From an optimization exercise on the open Yosys and OpenROAD flow, aimed at small area, a short achievable clock period and few clock cycles per item; shortcuts taken in it are not production practice. In this exercise RTL edits were held to simulation tests only and were not proved equivalent to the original.

main:
Design pi_ctrl, start of the top module:
module pi_ctrl (
    input  wire        clk,
    input  wire        rst,           
    input  wire        in_valid,
    output wire        in_ready,
    input  wire [31:0] ref_in,
    input  wire [31:0] fb_in,
    input  wire [31:0] trk_in,
    input  wire [31:0] trken_in,
    input  wire [31:0] lo_in,
    input  wire [31:0] hi_in,
    input  wire [4:0]  conn,          
    input  wire [31:0] kp,            
    input  wire [31:0] kit,           
    input  wire [31:0] lo_p,          
    input  wire [31:0] hi_p,          
    input  wire [4:0]  trk_bit,       
    input  wire        flag_clr,      
    output reg         out_valid,
    output reg  [31:0] y,
    output reg  [31:0] flg,
    output reg         sat
);
For scale: roughly 930 flip-flops, roughly 400 I/O pins, roughly 100,000 µm² of cells after synthesis.
make LEC_CHECK=0 ABC_AREA=1 ABC_CLOCK_PERIOD_IN_PS=10000 CAP_MARGIN=20 CORE_MARGIN=2 CORE_UTILIZATION=50 SETUP_SLACK_MARGIN=2 SLEW_MARGIN=20 finish   # period 44.0 ns
run.sh (not shown) runs the stock make flow with config.mk's settings and CLKGATE_MAP_FILE= SYNTH_SCRIPT=/design/flow/synth_recipe.tcl, a recipe that flattens the netlist after the stock synthesis.
Testbench counts of main, summed over its fixed seeds: cycles 16,547, execs 16,000.
Inputs modified between main and the feature branch:
diff --git a/flow/design.v b/flow/design.v
--- a/flow/design.v
+++ b/flow/design.v
@@ -17,20 +17,18 @@
     input  wire [4:0]  trk_bit,       
     input  wire        flag_clr,      
     output reg         out_valid,
     output reg  [31:0] y,
     output reg  [31:0] flg,
     output reg         sat
 );
     localparam signed [63:0] S64_MAX = 64'sh7FFF_FFFF_FFFF_FFFF;
     localparam signed [63:0] S64_MIN = -64'sh7FFF_FFFF_FFFF_FFFF - 64'sd1;
-    reg        rst_q;
-    always @(posedge clk) rst_q <= rst;
     reg        rdy_q;                 
     reg        rdy_o;                 
     reg        adjq;                  
     reg        v1;
     reg [31:0] ref1, fb1, trk1, trken1, loi1, hii1, lop1, hip1, kp1, kit1;
     reg [4:0]  conn1, tbit1;
     reg        fclr1;
     assign in_ready = rdy_o;
     wire kp_same = v1 && (kp == kp1);
@@ -91,28 +89,27 @@
     reg        adjb, normb;
     reg [31:0] kpb, yb;
     reg [32:0] xb;
     reg [31:0] lob, hib, trkb;
     reg        trackb, fclrb, dposb, dnegb;
     always @(posedge clk) begin
         if (rst) begin
             adjb  <= 1'b0;
             normb <= 1'b0;
+            kpu   <= 32'd0;
+            eprev <= 32'd0;
         end else begin
             adjb  <= adjA;
             normb <= normA;
-        end
-        if (rst_q) begin
-            kpu   <= 32'd0;
-            eprev <= 32'd0;
-        end else if (normA) begin
-            kpu   <= kp1;
-            eprev <= e;
+            if (normA) begin
+                kpu   <= kp1;
+                eprev <= e;
+            end
         end
         kpb    <= kp1;
         xb     <= adjA ? dkp : {kit1[31], kit1};
         yb     <= adjA ? eprev : e;
         lob    <= lo;
         hib    <= hi;
         trkb   <= trk_s;
         trackb <= tracking;
         fclrb  <= fclr1;
@@ -198,26 +195,24 @@
     wire signed [63:0] i_n = x_lo_l ? (lohi2 ? hi_acc : lo_acc) :
                              x_hi_g ? hi_acc : (hold ? i_q : i_sum);
     wire signed [31:0] t_c = t2;
     wire signed [63:0] i_t;
     wire               i_t_co;
     bk_add64 u_it (.a({{8{t_c[31]}}, t_c, 24'd0}), .b(~kpe), .cin(1'b1), .s(i_t), .cout(i_t_co));
     wire lim_sticky = (lim_order_q && !fclr2) || lohi2;
     wire limited    = trk2 ? limt2 : limited_n;
     always @(posedge clk) begin
-        if (rst)
-            out_valid <= 1'b0;
-        else
-            out_valid <= norm2;
-        if (rst_q) begin
+        if (rst) begin
             i_q         <= 64'd0;
             lim_order_q <= 1'b0;
+            out_valid   <= 1'b0;
         end else begin
+            out_valid <= norm2;
             if (adj2)
                 i_q <= i_sum;
             else if (norm2)
                 i_q <= trk2 ? i_t : i_n;
             if (norm2)
                 lim_order_q <= lim_sticky;
         end
         y   <= trk2 ? t_c : y_n;
         flg <= {16'd0, 7'd0, lim_sticky, 6'd0, trk2, limited};
==> comparison <==
Summary of the feature branch over main: sequential share of layout area fell 0.21 points, synthesis-to-finish area growth rose 0.40 points.
Per the final summary, the feature branch finished and its layout is clean on timing, DRC and antenna.
Summary of the feature branch over main: non-clock buffering overhead in the final layout went up by 0.15 points; wire length of the first global-routing pass went up 2.8%; total wire length increased by 13 mm relative to the old numbers; non-clock inverter total of the final layout climbed about 4%.
On summed area of non-filler cells in the final layout: the feature branch sits above main.
In the feature branch, the count of clock-buffer cells in the layout came out 12 above the value in main.
Testbench counts of the feature branch, summed over its fixed seeds: cycles 16,547, execs 16,000.

========
## red
pi_ctrl, a different RTL version from the one above (not shown whole).
Size in the first run: roughly 0.10 sq mm of cells after synthesis.
==> flow/config.mk <==
export PLATFORM = sky130hd
export DESIGN_NAME = pi_ctrl
export DESIGN_NICKNAME = pi_ctrl
export VERILOG_FILES = /design/flow/design.v
export SDC_FILE = /design/flow/constraint.sdc
export NUM_CORES = 4
export LEC_CHECK = 0
export ABC_AREA = 1
export ABC_CLOCK_PERIOD_IN_PS = 10000
export CAP_MARGIN = 20
export CORE_MARGIN = 2
export CORE_UTILIZATION = 50
export SETUP_SLACK_MARGIN = 2
export SLEW_MARGIN = 20
==> flow/constraint.sdc <==
create_clock -name core_clock -period 44.0 [get_ports {clk}]
set_input_delay 8.8000 -clock core_clock [delete_from_list [all_inputs] [get_ports {clk}]]
set_output_delay 8.8000 -clock core_clock [all_outputs]
set_load 0.01 [all_outputs]
standard.sh (not shown) runs the stock make flow with config.mk's settings and CLKGATE_MAP_FILE= SYNTH_SCRIPT=/design/flow/synth_recipe.tcl, a recipe that flattens the netlist after the stock synthesis.
==> flow/flow/run.sh <==
#!/bin/bash
# The standard layout, with plain buffers (buf_2) on the ports instead of
# the delay buffers buffer_ports would otherwise pick.
set -euo pipefail
export BUFFER_PORTS_ARGS="-buffer_cell sky130_fd_sc_hd__buf_2"
bash standard.sh > standard_flow.log 2>&1
red: full flow OK, the timing, design-rule and antenna checks passed
Testbench counts of red, summed over its fixed seeds: cycles 16,547, execs 16,000.
Here is what was changed in the inputs of blue compared with red.
diff --git a/flow/design.v b/flow/design.v
--- a/flow/design.v
+++ b/flow/design.v
@@ -78,67 +78,54 @@
     wire signed [31:0] lo_is = loi1;
     wire signed [31:0] hi_is = hii1;
     wire signed [31:0] lo = (conn1[3] && lo_is > lo_ps) ? lo_is : lo_ps;
     wire signed [31:0] hi = (conn1[4] && hi_is < hi_ps) ? hi_is : hi_ps;
     wire signed [32:0] dkp;
     wire               dkp_co;
     bk_add33 u_dkp (.a({kpb[31], kpb}), .b(~{kp1[31], kp1}), .cin(1'b1), .s(dkp), .cout(dkp_co));
     wire kit_nz = |kit1;
     wire e_nz   = |e;
     wire dpos_a = kit_nz && e_nz && (kit1[31] == e[31]);
     wire dneg_a = kit_nz && e_nz && (kit1[31] != e[31]);
-    wire [32:0] ey = {e, 1'b0};
-    wire [15:0] e_one, e_two, e_neg;
-    genvar gi;
-    generate for (gi = 0; gi < 16; gi = gi + 1) begin : g_enc
-        assign e_one[gi] = ey[2*gi+1] ^ ey[2*gi];
-        assign e_two[gi] = (ey[2*gi+2] & ~ey[2*gi+1] & ~ey[2*gi]) | (~ey[2*gi+2] & ey[2*gi+1] & ey[2*gi]);
-        assign e_neg[gi] = ey[2*gi+2];
-    end endgenerate
     reg        adjb, normb;
-    reg [31:0] kpb;
-    reg [15:0] y1b, y2b, ynb;
+    reg [31:0] kpb, yb;
     reg [32:0] xb;
     reg [31:0] lob, hib, trkb;
     reg        trackb, fclrb, dposb, dnegb;
     always @(posedge clk) begin
         if (rst) begin
             adjb  <= 1'b0;
             normb <= 1'b0;
         end else begin
             adjb  <= adjA;
             normb <= normA;
         end
         if (rst_q) begin
             kpb <= 32'd0;
-            y1b <= 16'd0;
-            y2b <= 16'd0;
-            ynb <= 16'd0;
+            yb  <= 32'd0;
         end else if (normA) begin
             kpb <= kp1;
-            y1b <= e_one;
-            y2b <= e_two;
-            ynb <= e_neg;
+            yb  <= e;
         end
         xb     <= adjA ? dkp : {kit1[31], kit1};
         lob    <= lo;
         hib    <= hi;
         trkb   <= trk_s;
         trackb <= tracking;
         fclrb  <= fclr1;
         dposb  <= dpos_a;
         dnegb  <= dneg_a;
     end
     wire [63:0] pa;                   
     wire [64:0] pb;                   
-    pi_mul u_mul (.x0(kpb), .x1(xb), .b_one(y1b), .b_two(y2b), .b_neg(ynb), .p0(pa), .p1(pb));
+    pi_mul u_mul (.x0(kpb), .x1(xb), .y(yb), .p0(pa), .p1(pb));
     wire signed [31:0] lo_m  = lob;
     wire signed [31:0] hi_m  = hib;
     wire signed [31:0] trk_m = trkb;
     wire signed [31:0] t_lo  = (trk_m < lo_m) ? lo_m : trk_m;
     wire signed [31:0] t     = (t_lo > hi_m) ? hi_m : t_lo;
     reg        adj2, norm2;
     reg [63:0] kpe2;
     reg [64:0] kd2;
     reg [31:0] lo2, hi2, t2;
     reg        trk2, limt2, fclr2, lohi2, dpos2, dneg2;
     always @(posedge clk) begin
@@ -228,29 +215,34 @@
             if (norm2)
                 lim_order_q <= lim_sticky;
         end
         y   <= trk2 ? t_c : y_n;
         flg <= {16'd0, 7'd0, lim_sticky, 6'd0, trk2, limited};
         sat <= trk2 ? limt2 : (limited_n || q_hi || q_lo);
     end
 endmodule
 module pi_mul (
     input  wire [31:0] x0,
     input  wire [32:0] x1,
-    input  wire [15:0] b_one,
-    input  wire [15:0] b_two,
-    input  wire [15:0] b_neg,
+    input  wire [31:0] y,
     output wire [63:0] p0,
     output wire [64:0] p1
 );
+    wire [32:0] yy = {y, 1'b0};
+    wire [15:0] b_one, b_two, b_neg;
     genvar g;
+    generate for (g = 0; g < 16; g = g + 1) begin : enc
+        assign b_one[g] = yy[2*g+1] ^ yy[2*g];
+        assign b_two[g] = (yy[2*g+2] & ~yy[2*g+1] & ~yy[2*g]) | (~yy[2*g+2] & yy[2*g+1] & yy[2*g]);
+        assign b_neg[g] = yy[2*g+2];
+    end endgenerate
     wire [33:0] xe0 = {x0[31], x0, 1'b0};
     wire [32:0] pp0_0;
     generate for (g = 0; g < 33; g = g + 1) begin : gsel0_0
         assign pp0_0[g] = ((b_one[0] & xe0[g+1]) | (b_two[0] & xe0[g])) ^ b_neg[0];
     end endgenerate
     wire [32:0] pp0_1;
     generate for (g = 0; g < 33; g = g + 1) begin : gsel0_1
         assign pp0_1[g] = ((b_one[1] & xe0[g+1]) | (b_two[1] & xe0[g])) ^ b_neg[1];
     end endgenerate
     wire [32:0] pp0_2;
     generate for (g = 0; g < 33; g = g + 1) begin : gsel0_2
### Flow results
Across both runs, initial detailed-routing violation count was higher for blue than for red.
The worst setup slack in blue was higher than what red gave.
blue vs red, post-synthesis register bit count went down by about 1.9%.
Final instance area across blue and red: no real change.
Side by side, number of instances in the synthesized netlist turned out higher in blue than in red.
Die area: blue vs red — no meaningful difference
Delta (blue minus red): register clock-pin slew on the reported worst setup and hold paths was more or less identical; post-route clock skew went up by 0.012 ns; wire length reported by the detailed router went up by 1.0%; longest individual stage delay on the worst path went down by 0.04 ns.
Relative to red, reg-to-reg setup timing slack has decreased by 1.29 ns in blue.
Testbench counts of blue, summed over its fixed seeds: cycles 16,547, execs 16,000.

-- port drivers added, routing unchanged --
No port has a modelled driver above. Below, the same layouts with a new extraction and two added sets of constraints.
Step 1: set_driving_cell puts a clkbuf_16 on clk and a buf_2 on each other input, an assumption about the parent block.
Step 2, shift: input delay + t, output delay - t, t = (earliest + latest rising clock arrival at the registers) / 2. This alone moves slack from input paths to output paths.
Three values: no drivers, after step 1, after step 2; two values: the first two.
run | t (ns) | setup slack, ns | worst register clock-pin slew, ns
main | 0.888 | 33.485 / 33.379 / 32.721 | 0.08 / 0.08
the feature branch | 0.874 | 33.441 / 33.395 / 32.647 | 0.08 / 0.08
red | 0.857 | 33.925 / 33.828 / 33.325 | 0.08 / 0.08
blue | 0.844 | 33.965 / 33.870 / 33.633 | 0.08 / 0.08
After both steps every run listed still meets setup and hold. For the feature branch, which loses most, drivers alone change the setup slack by -0.046 ns; drivers and shift together by -0.794 ns.
